This is an optimization exercise on Yosys and OpenROAD, whose aim is small area, a short achievable clock period and few clock cycles, not a production implementation. At most, simulation tests tie the RTL to the original design; equivalence was not proved. Only the layout flow was run in run 2; the RTL was not checked for function there.

### flow/config.mk
export PLATFORM = sky130hd
export DESIGN_NAME = lane_fold
export DESIGN_NICKNAME = lane_fold
export VERILOG_FILES = /design/flow/design.v
export SDC_FILE = /design/flow/constraint.sdc
export NUM_CORES = 4
export LEC_CHECK = 0
export CAP_MARGIN = 30
export CORE_MARGIN = 2
export CORE_UTILIZATION = 40
export SLEW_MARGIN = 30
### flow/constraint.sdc
create_clock -name core_clock -period 20.0 [get_ports {clk}]
set_input_delay 4.0000 -clock core_clock [delete_from_list [all_inputs] [get_ports {clk}]]
set_output_delay 4.0000 -clock core_clock [all_outputs]
set_load 0.01 [all_outputs]
### flow/design.v
module lane_fold (
    input  wire        clk,
    input  wire        rst,
    input  wire        in_valid,
    output wire        in_ready,
    input  wire        in_first,
    input  wire [47:0] in_s,
    input  wire [7:0]  in_ea,
    input  wire [7:0]  in_eb,
    input  wire [9:0]  in_anchor,
    output reg         out_valid,
    output reg  [47:0] out_acc,
    output reg         out_sticky,
    output reg         out_loss,
    output reg         out_sat
);
    assign in_ready = 1'b1;
    reg        s1_valid;
    reg        s1_first;
    reg [47:0] s1_s;
    reg [10:0] s1_d;
    always @(posedge clk) begin
        if (rst) s1_valid <= 1'b0;
        else     s1_valid <= in_valid;
        s1_first <= in_first;
        s1_s     <= in_s;
        s1_d     <= {{3{in_ea[7]}}, in_ea} + {{3{in_eb[7]}}, in_eb}
                    - {in_anchor[9], in_anchor};
    end
    wire [5:0]  k     = s1_d[5:0];
    wire        dneg  = s1_d[10];
    wire        big_l = !dneg && ((s1_d[9:6] != 4'd0) || (k[5] && k[4]));
    wire        big_r = dneg && !((s1_d[9:6] == 4'hf) && (k >= 6'd17));
    wire        sgn   = s1_s[47];
    wire        s_nz  = |s1_s;
    wire        rmode = dneg | !s1_valid;
    wire        bigr  = big_r | !s1_valid;
    wire [63:0] r0 = {{16{sgn}}, s1_s};
    wire [63:0] r1 = k[0] ? {r0[62:0], r0[63]}    : r0;
    wire [63:0] r2 = k[1] ? {r1[61:0], r1[63:62]} : r1;
    wire [63:0] r3 = k[2] ? {r2[59:0], r2[63:60]} : r2;
    wire [63:0] r4 = k[3] ? {r3[55:0], r3[63:56]} : r3;
    wire [63:0] r5 = k[4] ? {r4[47:0], r4[63:48]} : r4;
    wire [63:0] r6 = k[5] ? {r5[31:0], r5[63:32]} : r5;
    reg  [63:0] th;
    integer j;
    always @(*) begin
        for (j = 0; j < 64; j = j + 1)
            th[j] = (j < k);
    end
    reg  [48:0] t;
    reg         loss_r, ovf_l;
    integer i;
    always @(*) begin
        for (i = 0; i < 49; i = i + 1)
            t[i] = rmode ? ((th[i] && !bigr) ? r6[i] : sgn)
                         : (th[i] ? 1'b0 : r6[i]);
        loss_r = 1'b0;
        for (i = 0; i < 48; i = i + 1)
            loss_r = loss_r | (s1_s[i] & !th[63-i]);
        ovf_l = 1'b0;
        for (i = 1; i < 47; i = i + 1)
            ovf_l = ovf_l | ((s1_s[i] ^ sgn) & th[47-i]);
    end
    wire loss      = rmode & (bigr ? s_nz : loss_r);
    wire force_sat = s1_valid & !dneg & (big_l ? s_nz : ovf_l);
    reg        s2_valid;
    reg        s2_first;
    reg [48:0] s2_t;
    reg        s2_cin;
    reg        s2_loss;
    reg        s2_force;
    reg        s2_sgn;
    always @(posedge clk) begin
        if (rst) s2_valid <= 1'b0;
        else     s2_valid <= s1_valid;
        s2_first <= s1_first & s1_valid;
        s2_t     <= t;
        s2_cin   <= sgn & loss;
        s2_loss  <= loss;
        s2_force <= force_sat;
        s2_sgn   <= sgn;
    end
    wire [49:0] base = s2_first ? 50'd0 : {{2{out_acc[47]}}, out_acc};
    wire [49:0] v    = base + {s2_t[48], s2_t} + {49'd0, s2_cin};
    wire hi  = !v[49] && (v[48] || v[47]);
    wire lo  = v[49] && (!v[48] || !v[47] || (v[46:0] == 47'd0));
    wire sat = s2_force | hi | lo;
    wire neg = s2_force ? s2_sgn : v[49];
    wire [47:0] acc_next = sat ? (neg ? 48'h8000_0000_0001 : 48'h7fff_ffff_ffff) : v[47:0];
    wire        sticky_next = (s2_first ? 1'b0 : out_sticky) | (s2_loss & s2_valid);
    always @(posedge clk) begin
        if (rst) out_valid <= 1'b0;
        else     out_valid <= s2_valid;
        out_acc    <= acc_next;
        out_sticky <= sticky_next;
        out_loss   <= s2_loss;
        out_sat    <= sat;
    end
endmodule
### flow/run.sh
#!/bin/bash
# synth_recipe.tcl (not shown) runs the flow's synth.tcl, then flattens the netlist and writes it again
# the make line also repeats each setting of config.mk as NAME=value (left out here)
make -C /OpenROAD-flow-scripts/flow DESIGN_CONFIG=/design/flow/config.mk WORK_HOME=/design/flow/orfs CLKGATE_MAP_FILE= SYNTH_SCRIPT=/design/flow/synth_recipe.tcl finish
==> results of run 1 <==
-- cells in the final DEF, fill, tap and decap left out, types with 11 or more instances in the layout --
master,netlist,routed
o2111ai_1,12,12
o22ai_1,30,30
o211ai_1,16,16
dfxtp_1,168,162
buf_4,2,23
a211oi_1,14,14
nand3_1,31,31
nor3_1,24,23
xor2_1,17,17
o21a_1,13,13
o21ai_0,169,169
inv_1,86,86
and4_1,12,12
mux2_2,23,23
nor2_1,161,161
o31a_1,11,11
xnor2_1,22,22
a21oi_1,162,162
nor2b_1,61,60
nand2_1,260,260
mux2i_1,80,80
o31ai_1,42,42
nand4_1,35,35
clkbuf_16,0,17
mux4_2,43,43
o21ai_1,13,13
nor4_1,16,16
fa_1,12,12
a31oi_1,24,24
ha_1,60,60
clkdlybuf4s50_1,0,129
a21o_1,26,26
-- final timing paths --
| kind | slack [ns] | to | cells past startpoint | from |
|---|---|---|---|---|
| max | 13.49 | s1_d[9] | 14 | in_ea[1] |
| min reg2reg | 0.36 | out_loss | 0 | s2_loss |
| min | 0.36 | out_loss | 0 | s2_loss |
| max reg2reg | 14.07 | out_acc[2] | 15 | s2_first |
-- routing by layer --
layer | routed length, µm | vias up | share of wire | global-route usage
met5 | 0 | - | 0 | 0
li1 | - | 7218 | - | -
met3 | 5560 | 196 | 0.088 | 0.0645
met2 | 28400 | 909 | 0.45 | 0.525
met4 | 3530 | 0 | 0.056 | 0.166
met1 | 25800 | 7502 | 0.41 | 0.409
-- final cells by class --
type	count	area (µm²)	share of cell area
inverters	87	327	0.0193
clock inverters	13	136	0.00808
well taps	468	586	0.0347
flip-flops and latches	168	3370	0.200
clock buffers	19	443	0.0262
repair buffers	153	1490	0.0883
multi-input cells	1554	10500	0.624
-- worst register-to-register path, cell delays in order, from the launching register on --
cell and delay [ns]:
dfxtp_1 0.31, buf_4 0.45, nor2b_1 0.21, ha_1 0.43
a21oi_1 0.24, o21ai_0 0.30, a22o_1 0.29, o21ai_0 0.63
o221ai_1 0.18, or4_1 0.66, nor4b_2 0.32, nand4_1 0.33
nor4b_2 0.52, o211a_1 0.23, buf_4 0.46, o21ai_1 0.23
-- flip-flops by register name (all words and copies together) (netlist names), 11 cells and up --
name / cells
s2_t: 49
s1_s: 48
s1_d: 11
out_acc: 48
-- cells by family (layout without fill, tap and decap cells) --
kind of cell | after synthesis | after routing | share of synthesized area
xor gates and xnor gates | 39 | 39 | 0.0230
muxes | 146 | 146 | 0.137
DFF | 168 | 168 | 0.227
AOI/OAI and AO/OA | 642 | 642 | 0.278
buffers and inverters | 233 | 272 | 0.0639
adders and majority gates | 72 | 72 | 0.0669
other | 1 | 1 | 0.000253
and+or+nand+nor | 654 | 654 | 0.205
-- report_power, final --
group          internal, mW  switching [mW]  total [mW]
Sequential            0.440          0.0793       0.519
Combinational         0.839            1.51        2.35
Clock                 0.179           0.159       0.338
Total                  1.46            1.74        3.20
==> impl_metrics.tcl, run 1 <==
set metrics [dict create \
    status "finished clean" \
    seq_area_frac_synth 0.227 \
    path_buf_inv 3 \
    critical_path.max_fanout 2 \
    nets 2131 \
    ys_warn_count 1 \
    synth_ff_type "dfxtp_1" \
    total_power_mw 3.20 \
    ys_async_sr_fraction 0 \
    synth-seq-cells 168 \
    die_area_mm2 0.0386 \
    maxCapViolations 0 \
    ctsHoldBuffers 0 \
    fin_cells 2462 \
    cp_top_family "compound AO/OA/AOI/OAI gates" \
    ant_nets 0 \
    track_usage 0.324 \
    dr_total_vias 15825 \
    fill_cells 3691 \
    max_stage_delay_ns 0.58 \
    slew_viol_final 0 \
    drcViolationCount 0 \
    crit_slowest_cell "fa_1" \
    synth_enable_flop_cells 0 \
    power_density_mw_per_mm2 190 \
    core_area_mm2 0.0365 \
    synth.area.top_cells "dfxtp_1 (23%), nand2_1 (6.6%), mux4_2 (6.5%), o21ai_0 (5.7%), a21oi_1 (5.5%)" \
    place.gp.congestion 1.09 \
    die_y_um 197 \
    hold_viol_final 0 \
    postLayoutCellArea_mm2 0.0169 \
    slew_headroom 0.285 \
    crit_required_ns 20.39 \
    max_freq_mhz 154 \
    cts_setup_buffers 0 \
    avgSynthCellArea_um2 7.58 \
    wire_per_inst_um 25.7 \
    tightest_slew_ns 1.06 \
    antenna_found_initial 0 \
    clock_latency_ns 0.47 \
    synth_cell_types 84 \
    synth_top_area_share 0.227 \
    antennaDiodeCount 0 \
    cts-root-buf "clkbuf_16" \
    period_share 0.326 \
    setup_viol 0 \
    ir_worst_vdd_uv 81.3 \
    drive_gt1_frac 0.0838 \
    hold_ws_ns 0.360 \
    routed_wl_um 63300 \
    crit_path_end_kind "flip-flop" \
    io_pins 131 \
    fin_crit_ns 6.51 \
    ys_top_cells_by_count "nand2_1 (260), o21ai_0 (169), dfxtp_1 (168)" \
    place_area_mm2 0.0163 \
    cts_resized 0 \
    crit_type "input port to flip-flop" \
    hold_path.class "flip-flop to flip-flop" \
    fin_setup_tns_ns 0 \
    cts_buffers 17 \
    netlist_instances 1955 \
    synth.most_common_cell "nand2_1" \
    grt_pass1_vias 15025 \
    cts_tree "done" \
    clkSinkCount 168 \
    row_count 70 \
    h-tree-depth 4 \
    cts_buffer_depth 2 \
    place_worst_setup_slack_ns 12.98 \
    synth_nets 2105 \
    syn2layout_area_growth_pct 13.9 \
    initial_utilization 0.406 \
    grt_max_degree 70 \
    arrival_ns 6.90 \
    finalWorstSetupSlack_ns 13.49 \
    setup.worst_path.start_class "input port" \
    utilization 0.462 \
    dr.pass1.iters 6 \
    via_per_inst 6.43 \
    placed_cells 2430 \
    drt_iter0_drc 1899 \
    skew_ns 0.0220 \
    io_buffers 129 \
    cp_cell_sequence "clkdlybuf4s50_1 -> inv_1 -> fa_1 -> inv_1 -> ha_1 -> a21o_1 -> a21oi_1 -> o21ai_0 -> a21oi_1 -> o21bai_1 -> a21oi_1 -> o21bai_1 -> a21oi_1 -> xnor2_1" \
    crit_top_cell "a21oi_1" \
    grt-ovfl-total 0 \
    path_clk_slew_ns 0.07 \
    netlist_area_mm2 0.0148 \
    p_leak_nw 6.80 \
    yosysTopAreaCell "dfxtp_1" \
    grt_pass1_wl_um 94000 \
    grt_setup_unrepaired "no" \
    hpwlAfterDp_um 49000 \
    die_w_um 197 \
]
Testbench counts, summed over its fixed seeds: cycles 480,024.
==> run 2, diff against run 1 <==
==> flow/design.v (replaced) <==
module lane_fold (
    input  wire        clk,
    input  wire        rst,
    input  wire        in_valid,
    output wire        in_ready,
    input  wire        in_first,
    input  wire [47:0] in_s,
    input  wire [7:0]  in_ea,
    input  wire [7:0]  in_eb,
    input  wire [9:0]  in_anchor,
    output reg         out_valid,
    output reg  [47:0] out_acc,
    output reg         out_sticky,
    output reg         out_loss,
    output reg         out_sat
);
    localparam signed [97:0] ACC_MAX = (98'sd1 <<< 47) - 98'sd1;
    assign in_ready = 1'b1;
    reg        s1_valid;
    reg        s1_first;
    reg [47:0] s1_s;
    reg [7:0]  s1_ea;
    reg [7:0]  s1_eb;
    reg [9:0]  s1_anchor;
    always @(posedge clk) begin
        if (rst) s1_valid <= 1'b0;
        else     s1_valid <= in_valid;
        s1_first  <= in_first;
        s1_s      <= in_s;
        s1_ea     <= in_ea;
        s1_eb     <= in_eb;
        s1_anchor <= in_anchor;
    end
    reg  [47:0] acc;
    reg         sticky;
    wire signed [11:0] d = $signed({{4{s1_ea[7]}}, s1_ea}) + $signed({{4{s1_eb[7]}}, s1_eb})
                           - $signed({{2{s1_anchor[9]}}, s1_anchor});
    wire        s_neg  = s1_s[47];
    wire        s_zero = (s1_s == 48'd0);
    wire [47:0] s_mag  = s_neg ? (~s1_s + 48'd1) : s1_s;
    wire [11:0] n      = -d;
    reg  signed [97:0] t;
    reg                dropped;
    reg                force_sat;
    reg  [47:0]        q;
    always @(*) begin
        t         = 98'sd0;
        dropped   = 1'b0;
        force_sat = 1'b0;
        q         = 48'd0;
        if (s_zero) begin
            t = 98'sd0;
        end else if (!d[11]) begin
            if (d >= 12'sd48)
                force_sat = 1'b1;                       
            else
                t = $signed({{50{s1_s[47]}}, s1_s}) <<< d[5:0];
        end else begin
            if (n >= 12'd48) begin
                dropped = 1'b1;                         
            end else begin
                q       = s_mag >> n[5:0];
                dropped = ((q << n[5:0]) != s_mag);
                t       = s_neg ? -$signed({50'd0, q}) : $signed({50'd0, q});
            end
        end
    end
    wire signed [97:0] base = s1_first ? 98'sd0 : $signed({{50{acc[47]}}, acc});
    wire signed [97:0] v    = base + t;
    reg [47:0] acc_next;
    reg        sat;
    always @(*) begin
        sat = 1'b0;
        if (force_sat) begin
            sat      = 1'b1;
            acc_next = s_neg ? -ACC_MAX[47:0] : ACC_MAX[47:0];
        end else if (v > ACC_MAX) begin
            sat      = 1'b1;
            acc_next = ACC_MAX[47:0];
        end else if (v < -ACC_MAX) begin
            sat      = 1'b1;
            acc_next = -ACC_MAX[47:0];
        end else begin
            acc_next = v[47:0];
        end
    end
    wire sticky_next = (s1_first ? 1'b0 : sticky) | dropped;
    always @(posedge clk) begin
        if (s1_valid && !rst) begin
            acc    <= acc_next;
            sticky <= sticky_next;
        end
    end
    always @(posedge clk) begin
        if (rst) out_valid <= 1'b0;
        else     out_valid <= s1_valid;
        out_acc    <= acc_next;
        out_sticky <= sticky_next;
        out_loss   <= dropped;
        out_sat    <= sat;
    end
endmodule
==> impl_metrics.tcl, run 2 <==
set metrics [dict create \
    routed_wl_um 195000 \
    ys_top_cells_by_count "nand2_1 (487), a21oi_1 (407), nor2_1 (397)" \
    via_per_inst 7.53 \
    synth_cell_types 119 \
    die_y_um 278 \
    rrSetupSlack_ns 3.92 \
    max_freq_mhz 62.2 \
    use_met2 0.656 \
    max_stage_delay_ns 1.45 \
    period_share 0.804 \
    h-tree-depth 4 \
    drcViolationCount 0 \
    ctsHoldBuffers 0 \
    ir_worst_vdd_uv 88.2 \
    worst-r2r-cell-count 40 \
    yosysTopAreaCell "dfxtp_1" \
    cts_buffers 17 \
    die_area_mm2 0.0772 \
    dr_total_vias 38950 \
    hpwlAfterDp_um 151000 \
    ys_async_sr_fraction 0 \
    path_clk_slew_ns 0.09 \
    grt_pass1_vias 35074 \
    crit_required_ns 20.21 \
    track_usage 0.484 \
    row_count 100 \
    slew_viol_final 0 \
    fin_cells 5175 \
    total_power_mw 6.36 \
    fin_setup_tns_ns 0 \
    placed_cells 5136 \
    synth.most_common_cell "nand2_1" \
    place_worst_setup_slack_ns 4.61 \
    antenna_found_initial 15 \
    grt_pass1_wl_um 270000 \
    synth_ff_type "dfxtp_1" \
    dr.pass1.iters 9 \
    cts_buffer_depth 2 \
    ant_nets 0 \
    crit_path_end_kind "flip-flop" \
    synth_nets 4460 \
    critical_path.max_fanout 63 \
    drive_gt1_frac 0.101 \
    tightest_slew_ns 1.18 \
    place.gp.congestion 1.14 \
    utilization 0.446 \
    slew_headroom 0.214 \
    hold_path.class "flip-flop to flip-flop" \
    drt_iter0_drc 7433 \
    layout_commonest_cell "nand2_1" \
    finalWorstSetupSlack_ns 3.92 \
    hold_viol_final 0 \
    ys_warn_count 1 \
    fin_crit_ns 16.08 \
    synth-seq-cells 177 \
    skew_ns 0.0209 \
    crit_slowest_cell "fa_4" \
    cts_resized 0 \
    die_w_um 278 \
    power_density_mw_per_mm2 192 \
    core_area_mm2 0.0743 \
    seq_area_frac_synth 0.135 \
    status "finished clean" \
    cts_tree "done" \
    clkSinkCount 177 \
    clock_latency_ns 0.47 \
    grtUsageMet3 0.226 \
    io_pins 131 \
    syn2layout_area_growth_pct 10.5 \
    setup.worst_path.start_class "flip-flop" \
    grt_util_met1 0.637 \
    cts-root-buf "clkbuf_16" \
    p_leak_nw 12.5 \
    mostFrequentLayoutCells "nand2_1 (485), a21oi_1 (407), nor2_1 (383)" \
    netlist_instances 4259 \
    grt_max_degree 75 \
    wire_per_inst_um 37.7 \
    cts_setup_buffers 0 \
    arrival_ns 16.29 \
    synth.area.top_cells "dfxtp_1 (8.5%), a21oi_1 (6.8%), nand2_1 (6.1%), nor2_1 (5.0%), edfxtp_1 (4.9%)" \
    grt-busiest-layer "met2" \
    crit_type "flip-flop to flip-flop" \
    grt_setup_unrepaired "no" \
    nets 4388 \
    initial_utilization 0.404 \
    setup_viol 0 \
    whs_path_depth 1 \
    netlist_area_mm2 0.0300 \
    io_buffers 129 \
    grt-ovfl-total 0 \
    avgSynthCellArea_um2 7.04 \
    synth_enable_flop_cells 49 \
    top_regs "acc: 48 flops, out_acc: 48 flops, s1_s: 48 flops" \
    maxCapViolations 0 \
    synth_top_area_share 0.0854 \
]
==> run 2: cell types whose count changed in the layout (fill, tap and decap cells not counted), sizes merged, moves of 52 or more <==
cell    previous run  this run
a21oi            163       408
nor2             162       400
nand2            260       488
buf               24       146
xnor2             22       113
a21o              26       111
nor3              24       104
nand3             31       110
o21ai            183       254
nor4              16        79
nand4             35        94
xor2              17        76
a211oi            16        72
ha                60       112
==> run 2: worst paths after layout <==
| kind | endpoint | startpoint |
|---|---|---|
| setup / recovery | acc[0] | s1_ea[1] |
| hold / removal | out_valid | s1_valid |
| setup reg to reg | acc[0] | s1_ea[1] |
| hold reg to reg | out_valid | s1_valid |
==> run 2: report_power, final <==
group          switching (mW)  internal, mW
logic                    3.96          1.54
registers              0.0502         0.447
clock network           0.185         0.183
==> run 2: layer usage <==
metal | vias to the layer above | share of wire
met2 | 3406 | 0.38
met3 | 785 | 0.16
li1 | 16130 | -
met5 | - | 0.00060
met4 | 16 | 0.065
met1 | 18613 | 0.40
==> run 2: worst max-delay path, delay by kind of cell, from the launching register on <==
family | cells | cell delay, ns
flip-flops | 1 | 0.32
buffers and inverters | 3 | 1.23
AND/OR/NAND/NOR | 21 | 7.30
adder cells (fa/ha/maj) | 4 | 3.07
XOR/XNOR | 2 | 0.61
AO/OA/AOI/OAI | 10 | 3.18
==> run 2: kinds of logic (layout without fill, tap and decap cells) <==
kind of cell,after synthesis,after routing,synth area share
fa+ha+maj,123,123,0.0541
mux,166,166,0.0748
other cells,1,7,0.000125
simple gates,1608,1608,0.264
xor+xnor,191,191,0.0572
compound gates,1563,1563,0.358
buf+inv,430,371,0.0574
flops,177,177,0.135
==> run 2: area by class of cell <==
class / count / area, µm²
Clock buffer: 17 / 425
Clock inverter: 15 / 201
Tap cell: 969 / 1210
Inverter: 64 / 240
Fill cell: 7832 / 41200
Sequential cell: 177 / 4040
Multi-Input combinational cell: 3652 / 24600
Timing Repair Buffer: 275 / 2380
Antenna cell: 6 / 15.0
==> run 2: through the flow <==
stage	hold WS, ns	instance area [µm²]
floorplan	0.430	30000
global placement	0.459	32400
detailed placement	0.469	32500
CTS	0.486	33100
global route	0.502	33100
finish	0.477	33100

-- afterwards: timing with drivers on the ports --
In the flow no input, the clock included, has a driving cell. The finished layouts below were timed again as built, in two steps. Step 1: set_driving_cell puts a clkbuf_16 on clk and a buf_2 on each other input, an assumption about the parent block. Step 2 also shifts input and output timing later by t, the mid clock arrival at the registers, as if the neighbouring blocks saw the same clock. Three values: ideal ports, drivers, drivers and shift; two values: the first two.
| run | t, ns | slack for setup (ns) | worst setup path at the end | clock arrival spread, ns |
|---|---|---|---|---|
| run 1 | 0.519 | 13.487 / 13.513 / 12.994 | input to register | 0.022 / 0.022 |
| run 2 | 0.514 | 3.916 / 3.916 / 3.916 | register to register | 0.022 / 0.022 |
After both steps setup and hold are still met in every run listed. The setup slack of run 1, which loses most, moves by +0.026 ns with the drivers and by -0.493 ns with both steps.
